Background: an optimization exercise with open tools, aiming at small area, a short achievable clock period and few clock cycles. Do not read the settings as production practice.
At most, simulation tests tie the RTL to the original design; equivalence was not proved.
Only the layout flow was run in run 1; the RTL was not checked for function there.

==> flow/design.v <==
module aes_gf16_mul (input wire [3:0] a, input wire [3:0] b, output wire [3:0] y);
    wire [6:0] p = ({7{b[0]}} & {3'b000, a}) ^ ({7{b[1]}} & {2'b00, a, 1'b0}) ^
                   ({7{b[2]}} & {1'b0, a, 2'b00}) ^ ({7{b[3]}} & {a, 3'b000});
    assign y = {p[3] ^ p[4] ^ p[5] ^ p[6], p[2] ^ p[6], p[1] ^ p[5] ^ p[6], p[0] ^ p[4] ^ p[5] ^ p[6]};
endmodule
module aes_sb_f1 (input wire [7:0] a, input wire dec, output wire [11:0] y);
    wire [7:0] te, td, t;
    assign te[0] = a[0] ^ a[1] ^ a[2] ^ a[6] ^ a[7];
    assign te[1] = a[1] ^ a[2] ^ a[5] ^ a[6] ^ a[7];
    assign te[2] = a[2] ^ a[5];
    assign te[3] = a[3];
    assign te[4] = a[4] ^ a[6] ^ a[7];
    assign te[5] = a[2] ^ a[3];
    assign te[6] = a[1] ^ a[2] ^ a[3] ^ a[4] ^ a[5] ^ a[6];
    assign te[7] = a[1] ^ a[4] ^ a[6] ^ a[7];
    assign td[0] = a[2];
    assign td[1] = ~(a[2] ^ a[4] ^ a[5]);
    assign td[2] = ~(a[1] ^ a[2]);
    assign td[3] = a[0] ^ a[2] ^ a[5];
    assign td[4] = a[0] ^ a[4] ^ a[5];
    assign td[5] = ~(a[0] ^ a[1] ^ a[2] ^ a[4] ^ a[5] ^ a[7]);
    assign td[6] = ~(a[0] ^ a[3]);
    assign td[7] = a[3] ^ a[4] ^ a[5] ^ a[6];
    assign t = dec ? td : te;
    wire [3:0] ah = t[7:4], al = t[3:0];
    wire [3:0] sl = {ah[0] ^ ah[1], ah[2] ^ ah[3], ah[1] ^ ah[2], ah[1] ^ ah[2] ^ ah[3]};    
    wire [3:0] sq = {al[2] ^ al[3], al[1] ^ al[3], al[3], al[0] ^ al[2] ^ al[3]};    
    wire [3:0] m;
    aes_gf16_mul u_m (.a(ah), .b(al), .y(m));
    assign y = {ah, ah ^ al, sl ^ m ^ sq};
endmodule
module aes_sb_f2 (input wire [11:0] a, output wire [7:0] y);
    wire [3:0] d = a[3:0];
    reg [3:0] di;
    always @(*) begin
        case (d)
            4'd0: di = 4'd0;
            4'd1: di = 4'd1;
            4'd2: di = 4'd12;
            4'd3: di = 4'd8;
            4'd4: di = 4'd6;
            4'd5: di = 4'd15;
            4'd6: di = 4'd4;
            4'd7: di = 4'd14;
            4'd8: di = 4'd3;
            4'd9: di = 4'd13;
            4'd10: di = 4'd11;
            4'd11: di = 4'd10;
            4'd12: di = 4'd2;
            4'd13: di = 4'd9;
            4'd14: di = 4'd7;
            4'd15: di = 4'd5;
        endcase
    end
    wire [3:0] ih, il;
    aes_gf16_mul u_h (.a(a[11:8]), .b(di), .y(ih));
    aes_gf16_mul u_l (.a(a[7:4]), .b(di), .y(il));
    assign y = {ih, il};
endmodule
module aes_sb_back (input wire [7:0] a, input wire dec, output wire [7:0] y);
    wire [7:0] ye, yd;
    assign ye[0] = ~(a[0] ^ a[1] ^ a[4]);
    assign ye[1] = ~(a[0] ^ a[2]);
    assign ye[2] = a[0];
    assign ye[3] = a[0] ^ a[1] ^ a[4] ^ a[6];
    assign ye[4] = a[0] ^ a[3] ^ a[4];
    assign ye[5] = ~(a[1] ^ a[3] ^ a[4]);
    assign ye[6] = ~(a[4] ^ a[6] ^ a[7]);
    assign ye[7] = a[2] ^ a[4] ^ a[5];
    assign yd[0] = a[0] ^ a[1] ^ a[2] ^ a[3] ^ a[5];
    assign yd[1] = a[4] ^ a[7];
    assign yd[2] = a[3] ^ a[5];
    assign yd[3] = a[3];
    assign yd[4] = a[1] ^ a[2] ^ a[7];
    assign yd[5] = a[2] ^ a[3] ^ a[5];
    assign yd[6] = a[1] ^ a[3] ^ a[4] ^ a[6];
    assign yd[7] = a[2] ^ a[3] ^ a[6] ^ a[7];
    assign y = dec ? yd : ye;
endmodule
module aes_ks_f1 (input wire [7:0] a, output wire [11:0] y);
    aes_sb_f1 u (.a(a), .dec(1'b0), .y(y));
endmodule
module aes_ks_f2 (input wire [11:0] a, output wire [7:0] y);
    wire [7:0] i;
    aes_sb_f2   u_i (.a(a), .y(i));
    aes_sb_back u_b (.a(i), .dec(1'b0), .y(y));
endmodule
module aes_mixcol (
    input  wire [31:0] a,
    output wire [31:0] y
);
    function [7:0] xt;
        input [7:0] b;
        xt = {b[6:0], 1'b0} ^ (b[7] ? 8'h1b : 8'h00);
    endfunction
    wire [7:0] a0 = a[7:0];
    wire [7:0] a1 = a[15:8];
    wire [7:0] a2 = a[23:16];
    wire [7:0] a3 = a[31:24];
    assign y[7:0]   = xt(a0) ^ (xt(a1) ^ a1) ^ a2 ^ a3;
    assign y[15:8]  = a0 ^ xt(a1) ^ (xt(a2) ^ a2) ^ a3;
    assign y[23:16] = a0 ^ a1 ^ xt(a2) ^ (xt(a3) ^ a3);
    assign y[31:24] = (xt(a0) ^ a0) ^ a1 ^ a2 ^ xt(a3);
endmodule
module aes_invmix_pre (
    input  wire [31:0] a,
    output wire [31:0] y
);
    function [7:0] x4;       
        input [7:0] b;
        x4 = {b[5:0], 2'b00} ^ (b[6] ? 8'h1b : 8'h00) ^ (b[7] ? 8'h36 : 8'h00);
    endfunction
    wire [7:0] a0 = a[7:0];
    wire [7:0] a1 = a[15:8];
    wire [7:0] a2 = a[23:16];
    wire [7:0] a3 = a[31:24];
    wire [7:0] u  = x4(a0 ^ a2);
    wire [7:0] v  = x4(a1 ^ a3);
    assign y = {a3 ^ v, a2 ^ u, a1 ^ v, a0 ^ u};
endmodule
module press_aes (
    input  wire         clk,
    input  wire         rst,         
    input  wire         key_valid,
    output wire         key_ready,
    input  wire [1:0]   key_len,     
    input  wire [255:0] key,
    input  wire         in_valid,
    output wire         in_ready,
    input  wire         in_dec,      
    input  wire [127:0] in_data,
    output wire         out_valid,
    input  wire         out_ready,
    output wire [127:0] out_data
);
    reg         key_ok;      
    reg [1:0]   klen;        
    reg         f_raw;       
    reg         f_end;       
    reg [255:0] kst;
    reg [1:0]   ib_n;        
    reg         ib0_dec, ib1_dec;
    reg [127:0] ib0, ib1;    
    reg         st_v;
    reg [15:0]  st_dec;
    reg [127:0] st;          
    reg         r1_v, r1_last;
    reg [15:0]  r1_dec;
    reg [191:0] r1;          
    reg         r2_v, r2_last;
    reg [15:0]  r2_dec;
    reg [127:0] r2;          
    reg         ovalid;
    reg [127:0] obuf;
    reg         in_rdy, key_rdy;
    reg         eact;        
    reg         econv;       
    reg [5:0]   ecyc;
    reg         edir;        
    reg [1:0]   elen;        
    reg         k6, k8;      
    reg [255:0] kw;          
    reg [3:0]   srem;        
    reg [1:0]   sdly;        
    reg [1:0]   q3;          
    reg         qodd;        
    reg [7:0]   rc;          
    reg [2:0]   tpos;        
    reg [31:0]  sreg;        
    reg         srot;        
    reg [7:0]   srcon;       
    reg [47:0]  kmid;        
    reg [31:0]  tw;          
    reg [5:0]   erem;        
    wire [3:0] enr  = (elen == 2'd0) ? 4'd10 : (elen == 2'd1) ? 4'd12 : 4'd14;
    wire stall_arm = r2_v && r2_last && ovalid;
    wire stall     = stall_arm && !out_ready;
    wire e_free  = !eact ? !stall_arm : (!econv && erem == 6'd0 && !ovalid);
    wire ib_any  = (ib_n != 2'd0);
    wire admit_x = ib_any && (ib0_dec == f_end) && e_free;
    wire conv_go = ib_any && (ib0_dec != f_end) && e_free;
    wire admit_n = ib_any && eact && !econv && (ecyc == 6'd1 || ecyc == 6'd2) &&
                   (ib0_dec == edir);
    wire pop_ns  = admit_x || admit_n;
    wire pop     = admit_x || (admit_n && !stall);
    wire start   = admit_x || conv_go;
    wire kpend   = (srem != 4'd0);
    wire e_load  = eact && (ecyc == 6'd2) && !stall;
    wire e_step  = eact && kpend && (sdly == 2'd0) && !stall;
    wire [31:0] twr = tw ^ {24'd0, srcon};
    wire e_lstep = (srem == 4'd1);
    wire e_cend  = econv && e_step && e_lstep;
    assign in_ready  = in_rdy;
    assign key_ready = key_rdy;
    assign out_valid = ovalid;
    assign out_data  = obuf;
    wire key_go = key_valid && key_ready;
    wire blk_go = in_valid && in_ready;
    function [2:0] f_tpos;
        input [1:0] qq3;
        input [1:0] len;
        input       dir;
        begin
            if (len == 2'd1)
                f_tpos = (qq3 == 2'd1) ? (dir ? 3'd3 : 3'd0) :
                         (qq3 == 2'd2) ? (dir ? 3'd1 : 3'd2) : 3'd4;
            else
                f_tpos = dir ? 3'd3 : 3'd0;
        end
    endfunction
    function f_trot;
        input       qq1;
        input [1:0] len;
        input       dir;
        begin
            f_trot = (len == 2'd2) ? (dir ? qq1 : !qq1) : 1'b1;
        end
    endfunction
    function [7:0] f_rcmul;
        input [7:0] r;
        input       dir;
        begin
            f_rcmul = dir ? ({1'b0, r[7:1]} ^ (r[0] ? 8'h8d : 8'h00)) :
                            ({r[6:0], 1'b0} ^ (r[7] ? 8'h1b : 8'h00));
        end
    endfunction
    function [31:0] f_src;
        input [255:0] w;
        input [2:0]   tp;
        input [1:0]   len;
        input         dir;
        begin
            if (!dir) begin
                if (len == 2'd1 && tp == 3'd2) f_src = w[95:64] ^ w[127:96] ^ w[255:224];
                else f_src = w[255:224];
            end else begin
                if (len == 2'd0) f_src = w[255:224] ^ w[223:192];
                else if (len == 2'd1 && tp == 3'd1) f_src = w[255:224];
                else if (len == 2'd1) f_src = w[191:160];
                else f_src = w[255:224];
            end
        end
    endfunction
    wire [31:0] L0 = kw[31:0],    L1 = kw[63:32],   L2 = kw[95:64],   L3 = kw[127:96];
    wire [31:0] H0 = kw[159:128], H1 = kw[191:160], H2 = kw[223:192], H3 = kw[255:224];
    wire [31:0] fb0 = k6 ? L2 : k8 ? L0 : H0;
    wire [31:0] fb1 = k6 ? L3 : k8 ? L1 : H1;
    wire [31:0] fb2 = k6 ? H0 : k8 ? L2 : H2;
    wire [31:0] fb3 = k6 ? H1 : k8 ? L3 : H3;
    wire [31:0] fn0 = fb0 ^ ((k6 && tpos != 3'd0) ? H3 : twr);
    wire [31:0] fn1 = fb1 ^ fn0;
    wire [31:0] fn2 = fb2 ^ ((k6 && tpos == 3'd2) ? twr : fn1);
    wire [31:0] fn3 = fb3 ^ fn2;
    wire [31:0] bu0 = k6 ? L1 : k8 ? L3 : H3;
    wire [31:0] bu1 = k6 ? L0 : k8 ? L2 : H2;
    wire [31:0] bu2 = k6 ? H3 : k8 ? L1 : H1;
    wire [31:0] bu3 = k6 ? H2 : k8 ? L0 : H0;
    wire [31:0] bo0 = bu0 ^ bu1;
    wire [31:0] bo1 = bu1 ^ ((k6 && tpos == 3'd1) ? twr : bu2);
    wire [31:0] bo2 = bu2 ^ bu3;
    wire [31:0] bo3 = bu3 ^ ((k6 && tpos != 3'd3) ? H1 : twr);
    wire [127:0] nw   = edir ? {bo0, bo1, bo2, bo3} : {fn3, fn2, fn1, fn0};
    wire [255:0] kw_n = {nw, kw[255:128]};
    wire [1:0]   q3_n   = edir ? ((q3 == 2'd0) ? 2'd2 : q3 - 2'd1) : ((q3 == 2'd2) ? 2'd0 : q3 + 2'd1);
    wire         qodd_n = !qodd;
    wire [7:0]   rc_n   = (srot && tpos != 3'd4) ? f_rcmul(rc, edir) : rc;
    wire [2:0]   tpos_n = f_tpos(q3_n, elen, edir);
    wire         trot_n = f_trot(qodd_n, elen, edir);
    wire [31:0] K0 = kst[31:0], K1 = kst[63:32], K2 = kst[95:64], K3 = kst[127:96];
    wire [31:0] K5 = kst[191:160];
    wire [31:0] a0 = K0 ^ twr;
    wire [31:0] a1 = K1 ^ a0;
    wire [31:0] a2 = K2 ^ a1;
    wire [31:0] a3 = K3 ^ a2;
    wire [255:0] kst_ld = !f_raw ? kst :
                          (klen == 2'd0) ? {a3, a2, a1, a0, kst[127:0]} :
                                           {a1, a0, kst[191:0]};
    wire [1:0]   q3_0   = !f_end ? 2'd0 : (elen == 2'd1) ? 2'd2 : (elen == 2'd2) ? 2'd1 : 2'd0;
    wire         qodd_0 = f_end;
    wire [7:0]   rc_0   = !f_end ? ((elen == 2'd2) ? 8'h01 : 8'h02) :
                          (elen == 2'd0) ? 8'h1b : (elen == 2'd1) ? 8'h80 : 8'h40;
    wire [2:0]   tpos_0 = f_tpos(q3_0, elen, f_end);
    wire         trot_0 = f_trot(qodd_0, elen, f_end);
    wire [47:0] ks1;
    wire [31:0] ks2;
    genvar g;
    generate
        for (g = 0; g < 4; g = g + 1) begin : g_ks
            aes_ks_f1 u_1 (.a(sreg[8*g +: 8]),   .y(ks1[12*g +: 12]));
            aes_ks_f2 u_2 (.a(kmid[12*g +: 12]), .y(ks2[8*g +: 8]));
        end
    endgenerate
    always @(posedge clk) begin
        kmid <= ks1;
        tw   <= ks2;
    end
    function [31:0] f_rot;
        input [31:0] w;
        input        rot;
        begin
            f_rot = rot ? {w[7:0], w[31:8]} : w;
        end
    endfunction
    wire [31:0] sinit = (klen == 2'd0) ? {K3[7:0], K3[31:8]} : {K5[7:0], K5[31:8]};
    always @(posedge clk) begin
        if (key_go) begin
            kst   <= key;
            klen  <= key_len;
            f_raw <= (key_len != 2'd2);
            f_end <= 1'b0;
        end else if (e_cend) begin
            kst   <= {kw[255:128], nw};
            f_raw <= 1'b0;
            f_end <= !f_end;
        end
    end
    always @(posedge clk) begin
        if (e_load)
            kw <= kst_ld;
        else if (e_step)
            kw <= kw_n;
    end
    always @(posedge clk) begin
        if (rst) begin
            srem <= 4'd0;
        end else if (e_load) begin
            srem  <= enr - 4'd1;
            sdly  <= 2'd2;
            q3    <= q3_0;
            qodd  <= qodd_0;
            rc    <= rc_0;
            tpos  <= tpos_0;
            sreg  <= f_rot(f_src(kst_ld, tpos_0, elen, f_end), trot_0);
            srot  <= trot_0;
            srcon <= trot_0 ? rc_0 : 8'h00;
        end else if (e_step) begin
            srem  <= srem - 4'd1;
            sdly  <= 2'd2;
            q3    <= q3_n;
            qodd  <= qodd_n;
            rc    <= rc_n;
            tpos  <= tpos_n;
            if (!e_lstep) begin
                sreg  <= f_rot(f_src(kw_n, tpos_n, elen, edir), trot_n);
                srot  <= trot_n;
                srcon <= trot_n ? rc_n : 8'h00;
            end else begin
                sreg  <= sinit;
                srot  <= 1'b1;
                srcon <= 8'h01;
            end
        end else if (!stall) begin
            if (kpend) begin
                sdly <= sdly - 2'd1;
            end else begin
                sreg  <= sinit;
                srot  <= 1'b1;
                srcon <= 8'h01;
            end
        end
    end
    always @(posedge clk) begin
        if (rst) begin
            eact <= 1'b0;
        end else if (start) begin
            eact  <= 1'b1;
            econv <= conv_go;
            ecyc  <= 6'd1;
            erem  <= ((klen == 2'd0) ? 6'd30 : (klen == 2'd1) ? 6'd36 : 6'd42) - 6'd1;
            edir  <= f_end;
            elen  <= klen;
            k6    <= (klen == 2'd1);
            k8    <= (klen == 2'd2);
        end else if (eact && !stall) begin
            if (econv ? e_cend : (erem == 6'd0))
                eact <= 1'b0;
            ecyc <= ecyc + 6'd1;
            erem <= erem - 6'd1;
        end
    end
    wire [191:0] f1_out;
    wire [127:0] f2_out;
    wire [127:0] e_sr, d_sr, t, p, v, m;
    wire [127:0] rk = kw[255:128];
    generate
        for (g = 0; g < 16; g = g + 1) begin : g_sbox
            wire [7:0] inv;
            aes_sb_f1   u_f1 (.a(st[8*g +: 8]),   .dec(st_dec[g]), .y(f1_out[12*g +: 12]));
            aes_sb_f2   u_f2 (.a(r1[12*g +: 12]), .y(inv));
            aes_sb_back u_b  (.a(inv),            .dec(r1_dec[g]), .y(f2_out[8*g +: 8]));
        end
        for (g = 0; g < 16; g = g + 1) begin : g_shift
            assign e_sr[8*g +: 8] = r2[8*((4*(((g/4) + (g%4)) % 4) + (g%4))) +: 8];
            assign d_sr[8*g +: 8] = r2[8*((4*(((g/4) + 4 - (g%4)) % 4) + (g%4))) +: 8];
        end
        for (g = 0; g < 16; g = g + 1) begin : g_key
            assign t[8*g +: 8] = (r2_dec[g] ? d_sr[8*g +: 8] : e_sr[8*g +: 8]) ^ rk[8*g +: 8];
            assign v[8*g +: 8] = r2_dec[g] ? p[8*g +: 8] : e_sr[8*g +: 8];
        end
        for (g = 0; g < 4; g = g + 1) begin : g_mix
            aes_invmix_pre u_p  (.a(t[32*g +: 32]), .y(p[32*g +: 32]));
            aes_mixcol     u_mc (.a(v[32*g +: 32]), .y(m[32*g +: 32]));
        end
    endgenerate
    wire [127:0] f3_out, fin_out;
    generate
        for (g = 0; g < 16; g = g + 1) begin : g_out
            assign f3_out[8*g +: 8]  = m[8*g +: 8] ^ (r2_dec[g] ? 8'h00 : rk[8*g +: 8]);
        end
    endgenerate
    assign fin_out = t;
    always @(posedge clk) begin
        if (!stall) begin
            if (pop_ns) begin
                st     <= ib0 ^ kst[127:0];
                st_dec <= {16{ib0_dec}};
            end else begin
                st     <= f3_out;
                st_dec <= r2_dec;
            end
            r1      <= f1_out;
            r1_dec  <= st_dec;
            r1_last <= eact && !econv && (erem <= 6'd2);
            r2      <= f2_out;
            r2_dec  <= r1_dec;
            r2_last <= r1_last;
        end
        if (r2_v && r2_last && !stall)
            obuf <= fin_out;
    end
    wire [1:0] ib_nn = ib_n + {1'b0, blk_go} - {1'b0, pop};
    always @(posedge clk) begin
        if (pop) begin
            ib0     <= (ib_n == 2'd2) ? ib1 : in_data;
            ib0_dec <= (ib_n == 2'd2) ? ib1_dec : in_dec;
            if (ib_n == 2'd2) begin
                ib1     <= in_data;
                ib1_dec <= in_dec;
            end
        end else if (blk_go) begin
            if (ib_n == 2'd0) begin
                ib0     <= in_data;
                ib0_dec <= in_dec;
            end else begin
                ib1     <= in_data;
                ib1_dec <= in_dec;
            end
        end
    end
    wire       n_key_ok = !rst && (key_ok || key_go);
    wire [1:0] n_ib_n   = rst ? 2'd0 : ib_nn;
    wire       n_eact   = !rst && (start || (eact && !(!stall && (econv ? e_cend : (erem == 6'd0)))));
    wire [5:0] n_ecyc   = start ? 6'd1 : (eact && !stall) ? ecyc + 6'd1 : ecyc;
    always @(posedge clk) begin
        if (rst) begin
            key_ok <= 1'b0;
            ib_n   <= 2'd0;
            st_v   <= 1'b0;
            r1_v   <= 1'b0;
            r2_v   <= 1'b0;
            ovalid <= 1'b0;
        end else begin
            if (key_go)
                key_ok <= 1'b1;
            ib_n <= ib_nn;
            if (!stall) begin
                st_v <= pop || (r2_v && !r2_last);
                r1_v <= st_v;
                r2_v <= r1_v;
            end
            if (r2_v && r2_last && !stall)
                ovalid <= 1'b1;
            else if (out_ready)
                ovalid <= 1'b0;
        end
        in_rdy  <= n_key_ok && (n_ib_n != 2'd2);
        key_rdy <= (n_ib_n == 2'd0) && !(n_eact && (n_ecyc == 6'd1 || n_ecyc == 6'd2));
    end
endmodule
==> flow/flow/run.sh <==
#!/bin/bash
set -euo pipefail
W=$PWD
export OWN_ABC_SCRIPT=$W/flow/abc_map.script
{
  cat <<'TCL'
# ORFS's synthesis calls abc with its own -script; use ours instead.
proc abc {args} {
  set i [lsearch -exact $args -script]
  if {$i >= 0} { lset args [expr {$i + 1}] $::env(OWN_ABC_SCRIPT) }
  puts "abc with own script: $args"
  yosys abc {*}$args
}
TCL
  cat synth_recipe.tcl
} > own_synth.tcl
bash standard.sh SYNTH_SCRIPT=$W/own_synth.tcl SETUP_SLACK_MARGIN=8.15 \
  "BUFFER_PORTS_ARGS=-buffer_cell sky130_fd_sc_hd__buf_1" finish > flow.log 2>&1
==> flow/flow/abc_map.script <==
&get -n
&st
&syn2
&dch
&nf -R 1000
&put
==> flow/standard.sh <==
#!/bin/bash
# synth_recipe.tcl (not shown) runs the flow's synth.tcl, then flattens the netlist and writes it again
# the make line also repeats each setting of config.mk as NAME=value (left out here)
make -C /OpenROAD-flow-scripts/flow DESIGN_CONFIG=/design/flow/config.mk WORK_HOME=/design/flow/orfs CLKGATE_MAP_FILE= SYNTH_SCRIPT=/design/flow/synth_recipe.tcl "${@:-finish}"
==> flow/config.mk <==
export PLATFORM = sky130hd
export DESIGN_NAME = press_aes
export DESIGN_NICKNAME = press_aes
export VERILOG_FILES = /design/flow/design.v
export SDC_FILE = /design/flow/constraint.sdc
export NUM_CORES = 8
export LEC_CHECK = 0
export ABC_CLOCK_PERIOD_IN_PS = 3500
export CAP_MARGIN = 20
export CORE_MARGIN = 2
export CORE_UTILIZATION = 45
export CTS_CLUSTER_DIAMETER = 200
export CTS_CLUSTER_SIZE = 20
export PLACE_DENSITY = 0.6
export SETUP_SLACK_MARGIN = 5
export SLEW_MARGIN = 20
==> flow/constraint.sdc <==
create_clock -name core_clock -period 12.0 [get_ports {clk}]
set_input_delay 2.4000 -clock core_clock [delete_from_list [all_inputs] [get_ports {clk}]]
set_output_delay 2.4000 -clock core_clock [all_outputs]
set_load 0.01 [all_outputs]
==> results of run 1 <==
-- area by class of cell --
type / instances / area share, %
Inverter: 310 / 0.970
Timing Repair inverter: 9 / 0.0855
Clock buffer: 164 / 2.01
Timing Repair Buffer: 1118 / 7.09
Clock inverter: 5 / 0.0509
Multi-Input combinational cell: 9379 / 50.3
Antenna cell: 16 / 0.0307
Sequential cell: 1633 / 36.4
Tap cell: 3167 / 3.04
-- worst min path at each step --
stage,start,to,slack (ps)
after global placement,r1_last,r2_last,410
after detailed placement,r1_last,r2_last,420
after floorplan,r1_last,r2_last,400
after CTS,r1_last,r2_last,470
after global routing,r1_last,r2_last,490
final,r1_last,r2_last,490
-- flip-flops by register name (all words and copies together), names as in the netlist, 32 cells and up --
signal	cells
kst	256
kw	256
r1	192
ib0	128
ib1	128
obuf	128
r2	128
st	128
g_sbox.u_f2.u_h.b	64
kmid	32
sreg	32
tw	32
-- logic make-up (layout without fill, tap and decap cells) --
kind of cell	after synthesis	count (layout)	synth area share (%)
AOI/OAI and AO/OA	2588	2588	12.8
xor gates and xnor gates	3204	3204	26.0
adders and majority gates	102	102	1.17
buffers and inverters	310	1606	1.08
DFF	1633	1633	43.9
muxes	293	293	2.88
other	0	16	0
and+or+nand+nor	3182	3192	12.2
-- layer usage --
metal,vias to the layer above,wire [um]
li1,41464,-
met1,46155,182000
met2,5991,199000
met3,1319,56300
met4,20,43000
met5,-,209
-- worst reg2reg max path, cell delays in order, from the launching register on --
cell and delay, ps:
edfxtp_1 450, nor3_4 220, nand2b_4 180, buf_12 170
buf_12 170, mux2i_1 220, xnor2_1 190, xnor2_1 180
nand2_1 70, o21ai_0 110, xor2_1 260, nor2_1 90
a21oi_2 260, nand2_1 140, o2bb2ai_1 300, o22ai_4 170
o21ai_0 320, o32ai_1 120, nor2_1 100, a21oi_1 50
-- metrics by stage --
step           worst slack [ps]  instance area (um2)  util (%)  hold WS, ps
6_report                   8010               130000      54.7          493
5_1_grt                    7840               130000      54.6          487
4_1_cts                    8010               125000      52.4          469
3_5_place_dp               4580               116000      48.5          420
3_3_place_gp               4640               115000      48.5          414
2_1_floorplan               396               108000         -          400
-- cell usage in the layout (no fill, tap or decap), types with 20 or more instances in the layout --
| master | n |
|---|---|
| xnor2_1 | 1995 |
| nand2_1 | 1631 |
| edfxtp_1 | 1474 |
| o21ai_0 | 1065 |
| nor2_1 | 1017 |
| a21oi_1 | 866 |
| xor2_1 | 839 |
| buf_1 | 515 |
| buf_4 | 399 |
| clkinv_1 | 296 |
| xnor2_2 | 197 |
| dfxtp_1 | 157 |
| nand2b_1 | 144 |
| nor2b_1 | 141 |
| mux2i_1 | 141 |
| mux2_1 | 138 |
| clkbuf_16 | 115 |
| xor2_2 | 108 |
| a21oi_2 | 101 |
| ha_1 | 98 |
| buf_12 | 83 |
| o21ai_1 | 79 |
| clkbuf_1 | 70 |
| o21ai_2 | 68 |
| o22ai_1 | 65 |
| a21oi_4 | 58 |
| a211oi_1 | 49 |
| and3_1 | 38 |
| xor2_4 | 38 |
| o211ai_1 | 36 |
| buf_16 | 35 |
| nand3_1 | 28 |
| a31oi_1 | 28 |
| xnor2_4 | 27 |
| buf_6 | 26 |
| o2111ai_1 | 25 |
| o32ai_1 | 24 |
| a21o_1 | 23 |
| bufbuf_16 | 20 |
-- timing repair --
item,in CTS,in global routing
hold endpoints to repair,0,0
buffers inserted,172,208
pin swaps,93,156
cloned,49,23
resized for setup,732,568
endpoints found under the setup margin,2139,836
==> flow_summary.ini, run 1 <==
[timing]
tightest_slew_ps = 1340
rsz0062_at_grt = true
finalSetupViolations = 0
finalSetupTns_ps = 0
drv_slew = 0
fin_crit_ps = 3990
relSlewSlack_pct = 10.1
finClkSkew_ps = 71.9
finalHoldViolCount = 0
final.period_utilization_pct = 33.2
max_freq_ghz = 0.251

[setup_path]
cp.arrival_ps = 4590
slowest_stage = edfxtp_1
crit_family = compound AO/OA/AOI/OAI gates
r2r_setup_slack_ps = 8010
path_max_fanout = 7
worst-path-buf-inv = 2
r2r_end = sreg[7]
required_ps = 12610
reg2reg_depth = 19
timing.critical_path.depth = 19
worstSetupEndpointType = register
max_stage_delay_ps = 450
startpoint = tpos[0]
worstSetupPathType = register to register
start_kind = register
endpoint = sreg[7]
crit_chain = nor3_4, nand2b_4, buf_12, buf_12, mux2i_1, xnor2_1, xnor2_1, nand2_1, o21ai_0, xor2_1, nor2_1, a21oi_2, nand2_1, o2bb2ai_1, o22ai_4, o21ai_0, o32ai_1, nor2_1, a21oi_1
r2r_start = tpos[0]

[grt]
track_usage_pct = 37.2
grt_max_degree = 92
grt_util_met1_pct = 49.2
overflow = 0
use_met2_pct = 54.1
grt_antenna_before_repair = 42
grt_util_met3_pct = 8.55
gr-max-usage-layer = met2
grt_pass1_wl_um = 648000
grt_pass1_vias = 86218

[hold_path]
min_path_cells = 0
min_path_type = register to register

[clock_network]
path_clk_slew_ps = 110
cts_root_buf = clkbuf_16
clockBufferDepth = 3
clk_latency_ps = 860
cts_made_buffers = 91
cts_tree = done
hold_buffers = 0
clock_sinks = 1633
htreeDepth = 3

[drt]
wl_um = 480000
avgViaCountPerCell = 6.01
ant_nets = 0
wl_per_cell_um = 30.4
drt_iter0_drc = 13425
drtPass1Iterations = 9
drc = 0
vias = 94949

[floorplan]
io_pins = 523
dieArea_um2 = 244000
die_x_um = 494
rows = 179
start_util_pct = 45.3
chipHeight_um = 494
core_area_um2 = 238000

[synth]
syn_area_per_cell_um2 = 9.55
synth_area_leaders = edfxtp_1 41%, xnor2_1 18%, xor2_1 8.0%
ys_top_cells_by_count = 2219 x xnor2_1, 1639 x nand2_1, 1474 x edfxtp_1
post-synth-top-area-cell = edfxtp_1
ys_ff_latch = 1633
synth_edf_count = 1474
synthArstFlopShare_pct = 0
yosysWarningCount = 4
synthFlopType = edfxtp_1
yosysSeqAreaShare_pct = 43.9
syn-instance-count = 11312
synth_fp_nets = 11803
synth_top_area_share_pct = 41.0
ys_types = 50
netlist_area_um2 = 108000
synth_most_common_cell = xnor2_1

[finish]
drive_above_1_share_pct = 11.9
seq_area_um2 = 47400
multi_input_area_um2 = 65500
final_nets = 13033
finalNonFillerCells = 15801
syn_to_final_growth_pct = 20.6
fill_cells = 21463

[placement]
hpwl_um = 336000
place.gp.congestion = 1.03
dp.cells = 15163
portBuffers = 522

[run]
drv_cap = 0

[outcome]
status = no timing/DRC/antenna violations
==> run 2: changes to the inputs <==
--- a/flow/design.v
+++ b/flow/design.v
@@ -449,6 +449,9 @@
     end
     wire       n_key_ok = !rst && (key_ok || key_go);
     wire [1:0] n_ib_n   = rst ? 2'd0 : ib_nn;
+    wire       n_ib0_dec = pop ? ((ib_n == 2'd2) ? ib1_dec : in_dec) :
+                           (blk_go && ib_n == 2'd0) ? in_dec : ib0_dec;
+    wire       n_f_end  = key_go ? 1'b0 : e_cend ? !f_end : f_end;
     wire       n_eact   = !rst && (start || (eact && !(!stall && (econv ? e_cend : (erem == 6'd0)))));
     wire [5:0] n_ecyc   = start ? 6'd1 : (eact && !stall) ? ecyc + 6'd1 : ecyc;
     always @(posedge clk) begin
@@ -473,7 +476,7 @@
             else if (out_ready)
                 ovalid <= 1'b0;
         end
-        in_rdy  <= n_key_ok && (n_ib_n != 2'd2);
+        in_rdy  <= n_key_ok && (n_ib_n == 2'd0 || (n_ib_n == 2'd1 && n_ib0_dec == n_f_end));
         key_rdy <= (n_ib_n == 2'd0) && !(n_eact && (n_ecyc == 6'd1 || n_ecyc == 6'd2));
     end
 endmodule
--- a/flow/flow/run.sh
+++ b/flow/flow/run.sh
@@ -14,5 +14,5 @@
 TCL
   cat synth_recipe.tcl
 } > own_synth.tcl
-bash standard.sh SYNTH_SCRIPT=$W/own_synth.tcl SETUP_SLACK_MARGIN=8.15 \
+bash standard.sh SYNTH_SCRIPT=$W/own_synth.tcl SETUP_SLACK_MARGIN=8 \
   "BUFFER_PORTS_ARGS=-buffer_cell sky130_fd_sc_hd__buf_1" finish > flow.log 2>&1
==> flow/flow/abc_map.script (replaced) <==
&get -n
&st
&syn2
&dch
&if -g -K 6
&synch2
&nf -R 1000
&put
==> run 2 against run 1 <==
  * Still clean
  * Sequential cell count stayed put
  * Critical path depth is 8 lower
  * Synthesized cell count is 0.56% higher
  * Final cell count is 0.36% lower
  * Via count is 2.3% lower
  * Global-route usage is 1.4 points lower
  * Maximum frequency is 3.5% lower
  * Clock skew is 15 ps higher
  * Register-to-register slack worse by 140 ps
  * Cell area is 2.4% lower
  * Critical path type unchanged
  * Highest routed layer unchanged
==> flow_summary.ini, run 2 <==
[clock_network]
cts_tree = done
clk_latency_ps = 860
clockBufferDepth = 3
cts_made_buffers = 91
clock_sinks = 1633
cts_root_buf = clkbuf_16
hold_buffers = 0
path_clk_slew_ps = 100
htreeDepth = 3

[timing]
rsz0062_at_grt = true
drv_slew = 0
fin_crit_ps = 4130
finalHoldViolCount = 0
fin_ws_ps = 7870
finalSetupViolations = 0
max_freq_ghz = 0.242
relSlewSlack_pct = 6.79
finClkSkew_ps = 87.0
whs_ps = 467
finalSetupTns_ps = 0
tightest_slew_ps = 1380
final.period_utilization_pct = 34.4

[finish]
final_nets = 12947
syn_to_final_growth_pct = 15.9
largest_registers = kst (256), kw (256), r1 (192)
drive_above_1_share_pct = 8.34
final_common_cell = nand2_1
finalNonFillerCells = 15744
layout_common_cells = 2235 x nand2_1, 2105 x xnor2_1, 1474 x edfxtp_1, 1022 x xor2_1, 835 x nor2_1
fin_util_pct = 52.4
final_area_um2 = 127000
fill_cells = 22207

[floorplan]
dieArea_um2 = 248000
start_util_pct = 45.2
io_pins = 523
rows = 181
die_x_um = 498
core_area_um2 = 243000
chipHeight_um = 498

[synth]
ys_top_cells_by_count = 2265 x xnor2_1, 2250 x nand2_1, 1474 x edfxtp_1
ys_ff_latch = 1633
syn-instance-count = 11375
yosysWarningCount = 4
ys_types = 58
synth_top_area_share_pct = 40.4
netlist_area_um2 = 110000
syn_area_per_cell_um2 = 9.64
synth_area_leaders = edfxtp_1 40%, xnor2_1 18%, xor2_1 8.4%
synthArstFlopShare_pct = 0
synth_edf_count = 1474
post-synth-top-area-cell = edfxtp_1
synthFlopType = edfxtp_1
synth_most_common_cell = xnor2_1
yosysSeqAreaShare_pct = 43.3
synth_fp_nets = 11866

[placement]
post-place-ws_ps = 5120
dp.cells = 15298
place.gp.congestion = 1.03
placed_area_um2 = 118000
hpwl_um = 331000
portBuffers = 522

[drt]
avgViaCountPerCell = 5.89
vias = 92744
drc = 0
drtPass1Iterations = 6
ant_nets = 0
wl_per_cell_um = 29.7
wl_um = 468000
drt_iter0_drc = 13281

[grt]
grt_pass1_vias = 85676
grt_pass1_wl_um = 635000
grt_max_degree = 136
overflow = 0
grt_antenna_before_repair = 49
track_usage_pct = 35.8

[hold_path]
min_path_type = register to register

[setup_path]
path_max_fanout = 5
worstSetupPathType = register to register
cp.arrival_ps = 4640
required_ps = 12510
worstSetupEndpointType = register
start_kind = register

[run]
drv_cap = 0

[outcome]
status = no timing/DRC/antenna violations
## run 2: changes by cell type in the layout (fill, tap and decap cells not counted), moves of 87 or more
| cell | change |
|---|---|
| xor2_1 | +183 |
| nor2_1 | -182 |
| o21ai_0 | -309 |
| xnor2_1 | +110 |
| buf_4 | -87 |
| clkinv_1 | -102 |
| a21oi_1 | -254 |
| mux2i_1 | +204 |
| nand2_1 | +604 |
## run 2: cell families after synthesis
logic type / Yosys count / synth area share, %
simple gates: 3650 / 13.6
flops: 1633 / 43.3
xor+xnor: 3329 / 26.7
compound gates: 1952 / 9.79
buf+inv: 201 / 0.688
mux: 507 / 4.78
fa+ha+maj: 103 / 1.17
## run 2: final timing paths
check	end	slack, ps	from	cells after the start
setup / recovery	st[67]	7870	kw[208]	11
setup reg to reg	st[67]	7870	kw[208]	11
hold reg to reg	r1_v	470	r1_v	2
hold / removal	r1_v	470	r1_v	2
## run 2: area by class of cell
type	count	area [um2]	share of cell area (%)
multi-input combinational	9546	64800	51.0
sequential	1633	47400	37.3
timing repair buffer	975	7330	5.77
tap	3202	4010	3.15
clock buffer	161	2540	2.00
inverter	201	855	0.672
timing repair inverter	8	93.8	0.0738
clock inverter	4	35.0	0.0276
antenna	14	35.0	0.0276
## run 2: timing repair
item,CTS,global route
buffers inserted,88,128
endpoints found under the setup margin,1642,856
endpoints found under the hold margin,0,0
pin swaps,31,110
gates resized for setup,423,387
gates cloned,30,21
## run 2: metal layers
metal | global-route usage, % | vias up | part of all wire, % | wire length, um
met5 | 0 | - | 0.077 | 358
met4 | 23.3 | 32 | 8.2 | 38200
met3 | 8.22 | 1140 | 12 | 54400
met2 | 51.9 | 5405 | 41 | 194000
met1 | 47.8 | 45061 | 39 | 181000
li1 | - | 41106 | - | -
## run 2: critical path, stage by stage, from the launching register on
cell and delay [ps]:
edfxtp_1 430, buf_4 300, xor2_1 590, xor3_1 500, xnor2_1 160, nand2_1 90, o21ai_0 270, xnor2_1 440
xnor2_1 200, xnor2_1 100, xnor2_1 490, a21oi_1 230
Testbench counts of run 2, summed over its fixed seeds: cycles 29,355.
==> run 3: changes to the inputs <==
--- a/flow/config.mk
+++ b/flow/config.mk
@@ -9,8 +9,8 @@
 export CAP_MARGIN = 20
 export CORE_MARGIN = 2
 export CORE_UTILIZATION = 45
-export CTS_CLUSTER_DIAMETER = 200
-export CTS_CLUSTER_SIZE = 20
+export CTS_CLUSTER_DIAMETER = 150
+export CTS_CLUSTER_SIZE = 16
 export PLACE_DENSITY = 0.6
 export SETUP_SLACK_MARGIN = 5
 export SLEW_MARGIN = 20
==> run 3 against run 2 <==
  * Critical path depth up 2
  * Non-clock buffer count grew 9
  * Sequential share of layout area is 0.12 points lower
  * Highest routed layer unchanged
  * Core utilization increased by 0.17 points
  * Cell area up 0.33%
  * Maximum frequency is 2.1% lower
  * Area after synthesis did not move
  * Register-to-register slack lost 90 ps
==> flow_summary.ini, run 3 <==
[outcome]
status = no timing/DRC/antenna violations

[placement]
place.gp.congestion = 1.03
post-place-ws_ps = 5120
hpwl_um = 331000
portBuffers = 522
dp.cells = 15298

[setup_path]
path_max_fanout = 33
worstSetupPathType = register to register
cp.arrival_ps = 4810
worstSetupEndpointType = register
required_ps = 12600
start_kind = register

[grt]
grt_max_degree = 136
grt_pass1_vias = 85958
overflow = 0
grt_antenna_before_repair = 43
grt_pass1_wl_um = 636000
track_usage_pct = 35.9

[synth]
synthArstFlopShare_pct = 0
yosysWarningCount = 4
synth_area_leaders = edfxtp_1 40%, xnor2_1 18%, xor2_1 8.4%
synth_fp_nets = 11866
syn_area_per_cell_um2 = 9.64
synthFlopType = edfxtp_1
post-synth-top-area-cell = edfxtp_1
synth_top_area_share_pct = 40.4
synth_edf_count = 1474
synth_most_common_cell = xnor2_1
ys_types = 58
syn-instance-count = 11375
yosysSeqAreaShare_pct = 43.3
ys_ff_latch = 1633
netlist_area_um2 = 110000
ys_top_cells_by_count = 2265 x xnor2_1, 2250 x nand2_1, 1474 x edfxtp_1

[finish]
fin_util_pct = 52.5
layout_common_cells = 2234 x nand2_1, 2113 x xnor2_1, 1474 x edfxtp_1, 1023 x xor2_1, 833 x nor2_1
final_common_cell = nand2_1
final_nets = 12977
syn_to_final_growth_pct = 16.3
drive_above_1_share_pct = 8.46
fill_cells = 22173
largest_registers = kst (256), kw (256), r1 (192)
finalNonFillerCells = 15800

[clock_network]
clk_latency_ps = 860
cts_made_buffers = 112
path_clk_slew_ps = 90
clockBufferDepth = 3
clock_sinks = 1633
htreeDepth = 3
hold_buffers = 0
cts_tree = done
cts_root_buf = clkbuf_16

[floorplan]
io_pins = 523
rows = 181
core_area_um2 = 243000
start_util_pct = 45.2
dieArea_um2 = 248000
die_x_um = 498
chipHeight_um = 498

[timing]
fin_ws_ps = 7780
final.period_utilization_pct = 35.1
finalHoldViolCount = 0
max_freq_ghz = 0.237
finalSetupTns_ps = 0
finClkSkew_ps = 74.8
fin_crit_ps = 4220
rsz0062_at_grt = true
drv_slew = 0
tightest_slew_ps = 1320
relSlewSlack_pct = 11.4
finalSetupViolations = 0

[drt]
drc = 0
drtPass1Iterations = 6
wl_um = 465000
wl_per_cell_um = 29.5
drt_iter0_drc = 12779
avgViaCountPerCell = 5.87
ant_nets = 0
vias = 92681

[hold_path]
min_path_type = register to register

[run]
drv_cap = 0
[run 3: cell count changes in the layout (fill, tap and decap cells not counted), sizes merged]
cell | before | now
buf | 941 | 959
diode | 14 | 13
clkbuf | 180 | 218
clkinv | 198 | 204
bufbuf | 15 | 13
inv | 14 | 11
[run 3: critical path, stage by stage, from the launching register on]
cell and delay, ps:
edfxtp_1 390, clkbuf_8 250, nor2b_1 360, a21oi_1 100
xnor2_1 460, xnor2_1 200, xnor2_2 350, xnor2_1 170
a21oi_4 350, xnor2_1 180, xnor2_1 400, xnor2_1 170
nor2_1 70, a21oi_2 380
[run 3: stage by stage]
| stage | hold slack [ps] | instance area [um2] |
|---|---|---|
| finish | 464 | 128000 |
| CTS | 466 | 124000 |
| floorplan | 400 | 110000 |
| detailed placement | 441 | 118000 |
| global placement | 441 | 118000 |
| global route | 475 | 128000 |
[run 3: metal layers]
layer | GRT usage, % | routed length, um | up-vias
met4 | 23.5 | 38000 | 20
met3 | 8.60 | 52300 | 1170
met1 | 47.5 | 181000 | 44994
met5 | 0 | 137 | -
li1 | - | - | 41183
met2 | 52.1 | 194000 | 5314
[run 3: cell families after synthesis]
kind of cell | share of synthesized area (%)
adder cells (fa/ha/maj) | 1.17
XOR/XNOR | 26.7
multiplexers | 4.78
AO/OA/AOI/OAI | 9.79
AND/OR/NAND/NOR | 13.6
buffers and inverters | 0.688
flip-flops | 43.3
[run 3: worst paths after layout]
check / cells past startpoint / from / slack [ps] / endpoint
worst max-delay path: 13 / r2_dec[3] / 7780 / st[26]
worst min-delay path: 2 / r1_v / 460 / r1_v
worst min register to register: 2 / r1_v / 460 / r1_v
worst max register to register: 13 / r2_dec[3] / 7780 / st[26]
[run 3: cell type report]
cell class / instances / area (um2) / share of cell area [%]
Inverter: 201 / 841 / 0.659
Clock buffer: 206 / 3200 / 2.51
Tap cell: 3202 / 4010 / 3.14
Timing Repair Buffer: 984 / 7170 / 5.62
Antenna cell: 13 / 32.5 / 0.0255
Multi-Input combinational cell: 9546 / 64700 / 50.7
Timing Repair inverter: 8 / 90.1 / 0.0706
Clock inverter: 7 / 95.1 / 0.0745
Sequential cell: 1633 / 47400 / 37.2
[run 3: what timing repair did]
action,CTS,global route
endpoints found under the hold margin,0,0
pin swaps,29,92
cloned,30,10
gates resized for setup,426,336
endpoints found under the setup margin,1608,732
setup buffers,97,139
==> run 4: changes to the inputs <==
==> flow/flow/abc_map.script (replaced) <==
&get -n
&st
&syn2
&dch
&if -g -K 6
&synch2
&nf -R 1000
&st
&syn2
&dch
&if -g -K 6
&synch2
&nf -R 1000
&put
--- a/flow/config.mk
+++ b/flow/config.mk
@@ -11,6 +11,6 @@
 export CORE_UTILIZATION = 45
 export CTS_CLUSTER_DIAMETER = 150
 export CTS_CLUSTER_SIZE = 16
-export PLACE_DENSITY = 0.6
+export PLACE_DENSITY = 0.65
 export SETUP_SLACK_MARGIN = 5
 export SLEW_MARGIN = 20
==> run 4 against run 3 <==
  * Still clean on timing, DRC and antenna
  * Non-clock buffer count is 10 lower
  * Synthesized cell count increased by 0.12%
  * Critical path depth rose by 9
  * Worst setup slack better by 120 ps
  * Cell area increased by 0.61%
  * Final cell count rose by 0.11%
==> flow_summary.ini, run 4 <==
[synth]
syn-instance-count = 11389
ys_top_cells_by_count = 2305 x nand2_1, 2155 x xnor2_1, 1474 x edfxtp_1
synth_fp_nets = 11880
synthFlopType = edfxtp_1
synth_top_family_by_area = XOR/XNOR gates
yosys.area_share.xor_xnor_pct = 26.5
muxShareOfSynthArea_pct = 4.93
ys_ff_latch = 1633
synth_most_common_cell = nand2_1
synth_edf_count = 1474
netlist_area_um2 = 110000
ys_types = 68
synthArstFlopShare_pct = 0
synth_area_leaders = edfxtp_1 40%, xnor2_1 17%, xor2_1 9.0%
yosysSeqAreaShare_pct = 43.0
synth_top_area_share_pct = 40.1
synth_compound_gate_area_share_pct = 10.0
synthAdderAreaFrac_pct = 1.15
post-synth-top-area-cell = edfxtp_1
synth-simple-area-share_pct = 13.8
syn_area_per_cell_um2 = 9.69
yosysWarningCount = 4

[setup_path]
cp.arrival_ps = 4800
r2r_start = tpos[2]
required_ps = 12700
path_max_fanout = 5
path_common_cell = xor2_1
worst-path-buf-inv = 4
start_kind = register
slowest_stage = edfxtp_1
worstSetupPathType = register to register
startpoint = tpos[2]
max_stage_delay_ps = 500
crit_family = compound AO/OA/AOI/OAI gates
crit_chain = nor2_4, nor2_4, a21oi_4, buf_12, buf_6, buf_16, mux2i_2, xor2_1, xor2_1, o21ai_1, xor2_1, xnor2_1, nor2_2, a21o_1, a32oi_1, o21ai_1, o21ai_2, buf_6, nor2_2, a21oi_2, a21oi_1, a21oi_1
worstSetupEndpointType = register

[placement]
portBuffers = 522
dp.cells = 15292
place.gp.congestion = 1.02
hpwl_um = 337000
post-place-ws_ps = 4790
placed_area_um2 = 118000

[clock_network]
cts_tree = done
path_clk_slew_ps = 80
clk_latency_ps = 850
cts_root_buf = clkbuf_16
cts_made_buffers = 112
htreeDepth = 3
clock_sinks = 1633
hold_buffers = 0
clockBufferDepth = 3

[drt]
vias = 94251
wl_per_cell_um = 29.8
drtPass1Iterations = 10
avgViaCountPerCell = 5.96
wl_um = 472000
drc = 0
drt_iter0_drc = 13367
ant_nets = 0

[grt]
grt_pass1_wl_um = 642000
grt_antenna_before_repair = 36
grt_pass1_vias = 86303
overflow = 0
grt_max_degree = 143
track_usage_pct = 36.0

[finish]
fill_cells = 22036
fin_util_pct = 52.7
final_area_um2 = 128000
largest_registers = kst (256), kw (256), r1 (192)
final_nets = 12985
drive_above_1_share_pct = 8.21
layout_common_cells = 2293 x nand2_1, 2025 x xnor2_1, 1474 x edfxtp_1, 1064 x xor2_1, 758 x o21ai_0
final_common_cell = nand2_1
syn_to_final_growth_pct = 16.3
multi_input_area_um2 = 65500
finalNonFillerCells = 15818
seq_area_um2 = 47400

[floorplan]
chipHeight_um = 499
dieArea_um2 = 249000
start_util_pct = 45.3
core_area_um2 = 243000
rows = 181
die_x_um = 499
io_pins = 523

[timing]
max_freq_ghz = 0.244
tightest_slew_ps = 1180
finalHoldViolCount = 0
drv_slew = 0
fin_ws_ps = 7900
finClkSkew_ps = 54.7
finalSetupViolations = 0
relSlewSlack_pct = 21.1
fin_crit_ps = 4100
rsz0062_at_grt = true
final.period_utilization_pct = 34.1

[hold_path]
min_path_type = register to register
min-delay-start = r1_last

[outcome]
status = no timing/DRC/antenna violations

[run]
drv_cap = 0
## run 4: changes by cell type after synthesis, sizes merged, moves of 13 or more
cell    before   now
a211oi      56    73
nor2b      193   169
xor2      1058  1136
nor2       855   757
clkinv     201   173
a21oi      728   642
and2         7    21
xnor2     2265  2155
o31ai        3    16
mux2i      371   394
o211ai      42    66
nand3       43    74
nand2     2250  2305
## run 4: kinds of logic after synthesis
| family | count (synthesis) |
|---|---|
| and+or+nand+nor | 3684 |
| xor gates and xnor gates | 3309 |
| AOI/OAI and AO/OA | 1961 |
| DFF | 1633 |
| muxes | 527 |
| buffers and inverters | 173 |
| adders and majority gates | 102 |
## run 4: area by class of cell
cell class	count	area share, %
repair buffers	974	5.61
multi-input cells	9591	51.0
clock buffers	203	2.48
flip-flops and latches	1633	37.0
clock inverters	7	0.0721
inverters	173	0.593
diodes	26	0.0507
repair inverters	9	0.0907
well taps	3202	3.12
## run 4: worst paths after layout
check | cells past startpoint | slack [ps] | end
worst max-delay path | 22 | 7900 | sreg[11]
worst min-delay path | 0 | 430 | r2_last
worst max register to register | 22 | 7900 | sreg[11]
worst min register to register | 0 | 430 | r2_last
## run 4: stage by stage
stage	hold WS [ps]	TNS, ps
CTS	424	0
finish	430	0
detailed placement	407	0
global route	431	0
floorplan	400	-233440
global placement	405	0
## run 4: layer usage
layer / global-route usage, % / part of all wire [%] / wire [um] / vias up
li1: - / - / - / 41460
met5: 0 / 0.049 / 230 / -
met1: 48.7 / 39 / 183000 / 46010
met3: 7.24 / 11 / 53900 / 1100
met2: 51.6 / 41 / 194000 / 5669
met4: 25.1 / 8.5 / 40200 / 12
## run 4: repair_timing
item	in CTS	in global routing
gates cloned	37	17
pin swaps	40	102
setup buffers	97	139
resized for setup	388	314
setup endpoints to repair	1887	796
==> run 5: changes to the inputs <==
==> flow/flow/abc_map.script (replaced) <==
&get -n
&st
&syn2
&dch
&if -g -K 6
&synch2
&nf -R 1000
&st
&syn2
&dch
&if -g -K 6
&synch2
&nf -R 1000
&st
&syn2
&dch
&if -g -K 6
&synch2
&nf -R 1000
&put
--- a/flow/config.mk
+++ b/flow/config.mk
@@ -11,6 +11,6 @@
 export CORE_UTILIZATION = 45
 export CTS_CLUSTER_DIAMETER = 150
 export CTS_CLUSTER_SIZE = 16
-export PLACE_DENSITY = 0.65
+export PLACE_DENSITY = 0.6
 export SETUP_SLACK_MARGIN = 5
 export SLEW_MARGIN = 20
==> run 5 against run 4 <==
  * Critical path depth fell by 13
  * Critical path type unchanged
  * Count of clock-buffer cells in the layout rose by 2
  * Sequential share of layout area fell by 0.11 points
  * Non-clock buffer count fell by 27
  * Via count rose by 0.58%
  * Register-to-register slack got worse by 40 ps
  * Largest cell class unchanged
==> flow_summary.ini, run 5 <==
[synth]
synth_area_leaders = edfxtp_1 40%, xnor2_1 17%, xor2_1 8.7%
ys_ff_latch = 1633
synthArstFlopShare_pct = 0
ys_top_cells_by_count = 2299 x nand2_1, 2179 x xnor2_1, 1474 x edfxtp_1
synth_fp_nets = 11966
syn_area_per_cell_um2 = 9.65
synth_edf_count = 1474
netlist_area_um2 = 111000
yosysSeqAreaShare_pct = 42.8
ys_types = 61
synth_top_area_share_pct = 40.0
synth_most_common_cell = nand2_1
yosysWarningCount = 4
post-synth-top-area-cell = edfxtp_1
synthFlopType = edfxtp_1
syn-instance-count = 11475

[clock_network]
clk_latency_ps = 910
htreeDepth = 3
hold_buffers = 0
path_clk_slew_ps = 80
cts_root_buf = clkbuf_16
cts_made_buffers = 113
clock_sinks = 1633
clockBufferDepth = 3
cts_tree = done

[grt]
overflow = 0
grt_pass1_vias = 87890
grt_antenna_before_repair = 65
grt_pass1_wl_um = 654000
grt_max_degree = 132
track_usage_pct = 36.7

[floorplan]
start_util_pct = 45.2
core_area_um2 = 245000
dieArea_um2 = 250000
die_x_um = 500
io_pins = 523
chipHeight_um = 500
rows = 182

[timing]
fin_crit_ps = 4140
fin_ws_ps = 7860
drv_slew = 0
finalSetupTns_ps = 0
relSlewSlack_pct = 17.2
rsz0062_at_grt = true
finalSetupViolations = 0
tightest_slew_ps = 1230
final.period_utilization_pct = 34.5
finalHoldViolCount = 0
finClkSkew_ps = 86.5
max_freq_ghz = 0.242

[finish]
finalNonFillerCells = 15891
drive_above_1_share_pct = 8.15
final_nets = 13041
layout_common_cells = 2285 x nand2_1, 2017 x xnor2_1, 1474 x edfxtp_1, 1018 x xor2_1, 766 x o21ai_0
syn_to_final_growth_pct = 16.2
final_common_cell = nand2_1
largest_registers = kst (256), kw (256), r1 (192)
final_area_um2 = 129000

[setup_path]
worst-path-buf-inv = 0
worstSetupPathType = register to register
path_common_cell = xor2_1
crit_family = XOR/XNOR gates
required_ps = 12580
start_kind = register
slowest_stage = edfxtp_1
worstSetupEndpointType = register
cp.arrival_ps = 4710
crit_chain = xor2_1, xor2_1, xor2_1, nand2_1, xor2_1, xnor2_1, xnor2_1, xnor2_2, o21ai_0
path_max_fanout = 3
max_stage_delay_ps = 690

[placement]
dp.cells = 15421
hpwl_um = 340000
portBuffers = 522
place.gp.congestion = 1.05
placed_area_um2 = 119000
post-place-ws_ps = 5090

[drt]
wl_per_cell_um = 30.1
drc = 0
drtPass1Iterations = 7
ant_nets = 0
vias = 94793
avgViaCountPerCell = 5.97
drt_iter0_drc = 12857
wl_um = 478000

[hold_path]
min_path_type = register to register

[run]
drv_cap = 0

[outcome]
status = no timing/DRC/antenna violations
[run 5: cell types whose count changed after synthesis, moves of 8 or more]
| cell | before | now |
|---|---|---|
| xnor2_1 | 2155 | 2179 |
| mux2i_1 | 394 | 402 |
| a21oi_1 | 642 | 695 |
| nand3_1 | 74 | 66 |
| clkinv_1 | 173 | 183 |
| o211ai_1 | 66 | 57 |
| a22oi_1 | 13 | 25 |
| nor2_1 | 757 | 785 |
| xor2_1 | 1136 | 1097 |
| a211oi_1 | 73 | 81 |
[run 5: area by class of cell]
type                       count  area [um2]
antenna                       22        55.1
multi-input combinational   9666       66000
inverter                     183         808
clock inverter                 9         190
sequential                  1633       47400
fill                       22148      117000
clock buffer                 205        3220
timing repair inverter         6        92.6
timing repair buffer         947        6880
tap                         3220        4030
[run 5: worst paths after layout]
path | from | end | slack, ps | cells past startpoint
worst max-delay path | r2[4] | st[6] | 7860 | 9
worst min-delay path | r1_last | r2_last | 430 | 0
worst max register to register | r2[4] | st[6] | 7860 | 9
worst min register to register | r1_last | r2_last | 430 | 0
[run 5: repair_timing]
item	in CTS	in global routing
pin swaps	31	65
gates cloned	40	9
buffers inserted	76	108
gates resized for setup	426	297
endpoints found under the setup margin	1930	447
[run 5: layer usage]
metal	up-vias	global-route usage (%)	share of wire (%)
met4	36	25.7	8.7
met1	46003	47.6	38
met3	1311	10.1	12
met2	5722	52.9	41
li1	41721	-	-
met5	-	0	0.11
[run 5: per-stage QoR]
step	util, %	hold WS [ps]
3_3_place_gp	48.4	435
3_5_place_dp	48.4	415
6_report	52.5	430
2_1_floorplan	-	400
5_1_grt	52.5	446
4_1_cts	51.4	427
[run 5: logic make-up after synthesis]
group / after synthesis / share of synthesized area, %
AND/OR/NAND/NOR: 3706 / 13.9
XOR/XNOR: 3293 / 26.3
AO/OA/AOI/OAI: 2021 / 10.3
flip-flops: 1633 / 42.8
multiplexers: 537 / 5.01
buffers and inverters: 183 / 0.620
adder cells (fa/ha/maj): 102 / 1.15
==> run 6: changes to the inputs <==
==> flow/flow/abc_map.script (replaced) <==
&get -n
&st
&dch
&if -g -K 6
&synch2
&nf -R 1000
&st
&dch
&if -g -K 6
&synch2
&nf -R 1000
&put
==> run 6 against run 5 <==
  * Register-to-register slack hardly changed
  * Area after synthesis is 0.60% lower
  * Still clean
  * Highest routed layer unchanged
  * Non-clock buffer count grew 14
  * Critical endpoint is now st[111]
  * Wire length increased by 0.74%
  * Synthesized cell count down 0.85%
  * Worst hold slack improved by 7.9 ps
  * Core utilization is 0.41 points higher
  * Global-route usage rose by 0.37 points
  * Worst setup slack got worse by 3.5 ps
  * Critical path type unchanged
==> flow_summary.ini, run 6 <==
[clock_network]
clock_sinks = 1633
cts_tree = done
htreeDepth = 3
clk_latency_ps = 870
cts_root_buf = clkbuf_16
clockBufferDepth = 3
path_clk_slew_ps = 90
cts_made_buffers = 112

[synth]
ys_ff_latch = 1633
synth_most_common_cell = nand2_1
syn-instance-count = 11378
ys_types = 62
post-synth-top-area-cell = edfxtp_1
synth_area_leaders = edfxtp_1 40%, xnor2_1 17%, xor2_1 9.4%
synth_fp_nets = 11869
netlist_area_um2 = 110000
yosysSeqAreaShare_pct = 43.1
yosysWarningCount = 4
synthArstFlopShare_pct = 0
synth_edf_count = 1474
synth_top_area_share_pct = 40.2
synthFlopType = edfxtp_1
ys_top_cells_by_count = 2360 x nand2_1, 2128 x xnor2_1, 1474 x edfxtp_1
syn_area_per_cell_um2 = 9.68

[grt]
grt_pass1_vias = 85827
overflow = 0
grt_max_degree = 139
grt_pass1_wl_um = 655000
track_usage_pct = 37.1
grt_antenna_before_repair = 55

[setup_path]
cp.arrival_ps = 4670
r2r_start = kw[228]
worstSetupPathType = register to register
start_kind = register
required_ps = 12530
startpoint = kw[228]
path_max_fanout = 9
worstSetupEndpointType = register

[placement]
place.gp.congestion = 1.02
placed_area_um2 = 118000
portBuffers = 522
dp.cells = 15294
hpwl_um = 345000

[timing]
finClkSkew_ps = 60.8
tightest_slew_ps = 1150
drv_slew = 0
relSlewSlack_pct = 23.3
finalSetupViolations = 0
finalHoldViolCount = 0
fin_crit_ps = 4140
max_freq_ghz = 0.241
final.period_utilization_pct = 34.5
rsz0062_at_grt = true

[drt]
drc = 0
vias = 93353
wl_per_cell_um = 30.5
ant_nets = 0
drtPass1Iterations = 7
drt_iter0_drc = 12734
wl_um = 482000
avgViaCountPerCell = 5.91

[run]
drv_cap = 0

[finish]
finalNonFillerCells = 15788
layout_common_cells = 2348 x nand2_1, 1930 x xnor2_1, 1474 x edfxtp_1, 1085 x xor2_1, 776 x o21ai_0
fill_cells = 22042
syn_to_final_growth_pct = 16.9
drive_above_1_share_pct = 8.54
largest_registers = kst (256), kw (256), r1 (192)
final_area_um2 = 129000
fin_util_pct = 52.9
final_common_cell = nand2_1
final_nets = 12953

[outcome]
status = no timing/DRC/antenna violations

[floorplan]
die_x_um = 499
dieArea_um2 = 249000
io_pins = 523
core_area_um2 = 243000
rows = 181
start_util_pct = 45.3
chipHeight_um = 499

[hold_path]
min-delay-start = r1_last
min_path_type = register to register
==> run 6: through the flow <==
| stage | setup TNS, ps | hold slack (ps) | worst slack (ps) |
|---|---|---|---|
| 2_1_floorplan | -48520 | 400 | -376 |
| 3_3_place_gp | 0 | 417 | 5100 |
| 3_5_place_dp | 0 | 421 | 5040 |
| 4_1_cts | 0 | 432 | 7870 |
| 5_1_grt | 0 | 446 | 7860 |
| 6_report | 0 | 438 | 7860 |
==> run 6: cell type report <==
type / count / area, um2 / share of cell area, %
diodes: 24 / 60.1 / 0.0467
clock buffers: 207 / 3200 / 2.49
clock inverters: 7 / 93.8 / 0.0729
inverters: 215 / 918 / 0.714
multi-input cells: 9533 / 65700 / 51.1
flip-flops and latches: 1633 / 47400 / 36.9
well taps: 3202 / 4010 / 3.11
repair buffers: 961 / 7140 / 5.55
repair inverters: 6 / 72.6 / 0.0564
==> run 6: what timing repair did <==
| action | in CTS | in global routing |
|---|---|---|
| gates resized for setup | 471 | 327 |
| pin swaps | 40 | 63 |
| endpoints found under the setup margin | 1761 | 954 |
| cloned | 31 | 12 |
| hold buffers | 0 | 0 |
| buffers inserted | 87 | 125 |
==> run 6: cells by family (layout without fill, tap and decap cells) <==
kind of cell / count (synthesis) / in the layout / synth area share (%)
XOR/XNOR: 3331 / 3331 / 26.8
flip-flops: 1633 / 1633 / 43.1
other: 0 / 24 / 0
multiplexers: 497 / 497 / 4.68
AND/OR/NAND/NOR: 3662 / 3664 / 13.6
adder cells (fa/ha/maj): 99 / 99 / 1.13
buffers and inverters: 215 / 1396 / 0.733
AO/OA/AOI/OAI: 1941 / 1942 / 10.0
==> run 6: final timing paths <==
path,to,slack (ps),cells after the start
worst max register to register,st[111],7860,10
worst min-delay path,r2_last,440,0
worst min register to register,r2_last,440,0
worst max-delay path,st[111],7860,10
==> run 6: critical path, cell delays in order (launching register included) <==
cell and delay (ps):
edfxtp_1 780, xor2_1 660, xor2_1 320, xor2_1 170, nand2_1 80, xor2_1 520, xnor2_1 290, xnor2_1 190
xnor2_1 170, xnor2_2 400, a21oi_1 240
==> run 6: metal layers <==
layer  global-route usage, %  wire length (um)  part of all wire, %
met5                       0               107                0.022
met4                    23.6             38400                  8.0
met3                    8.37             52400                   11
met2                    54.8            204000                   42
met1                    49.0            186000                   39

==> separate check: timing with driven ports <==
No port has a modelled driver above. Below, the same layouts with a new extraction and two added sets of constraints.
Step 1 assumes that a clkbuf_16 drives the clock port and a buf_2 every other input.
Step 2 times the ports against the registers' clock, not the clock port: input delays grow and output delays shrink by t, the midpoint of the rising clock arrivals with the driver on.
Slacks: ideal ports / drivers / drivers and shift; pairs: ideal ports / drivers.
run	t, ns	setup WS [ns]	hold slack, ns
run 1	0.923	8.015 / 7.924 / 7.248	0.493 / 0.493 / 0.493
run 2	0.924	7.872 / 7.872 / 7.101	0.467 / 0.467 / 0.467
run 3	0.936	7.784 / 7.784 / 7.144	0.464 / 0.464 / 0.464
run 4	0.932	7.904 / 7.900 / 7.116	0.430 / 0.430 / 0.430
run 5	0.970	7.862 / 7.862 / 7.110	0.430 / 0.430 / 0.430
run 6	0.948	7.859 / 7.859 / 7.167	0.438 / 0.438 / 0.438
After both steps setup and hold are still met in every run listed. The setup slack of run 4, which loses most, moves by -0.004 ns with the drivers and by -0.788 ns with both steps.
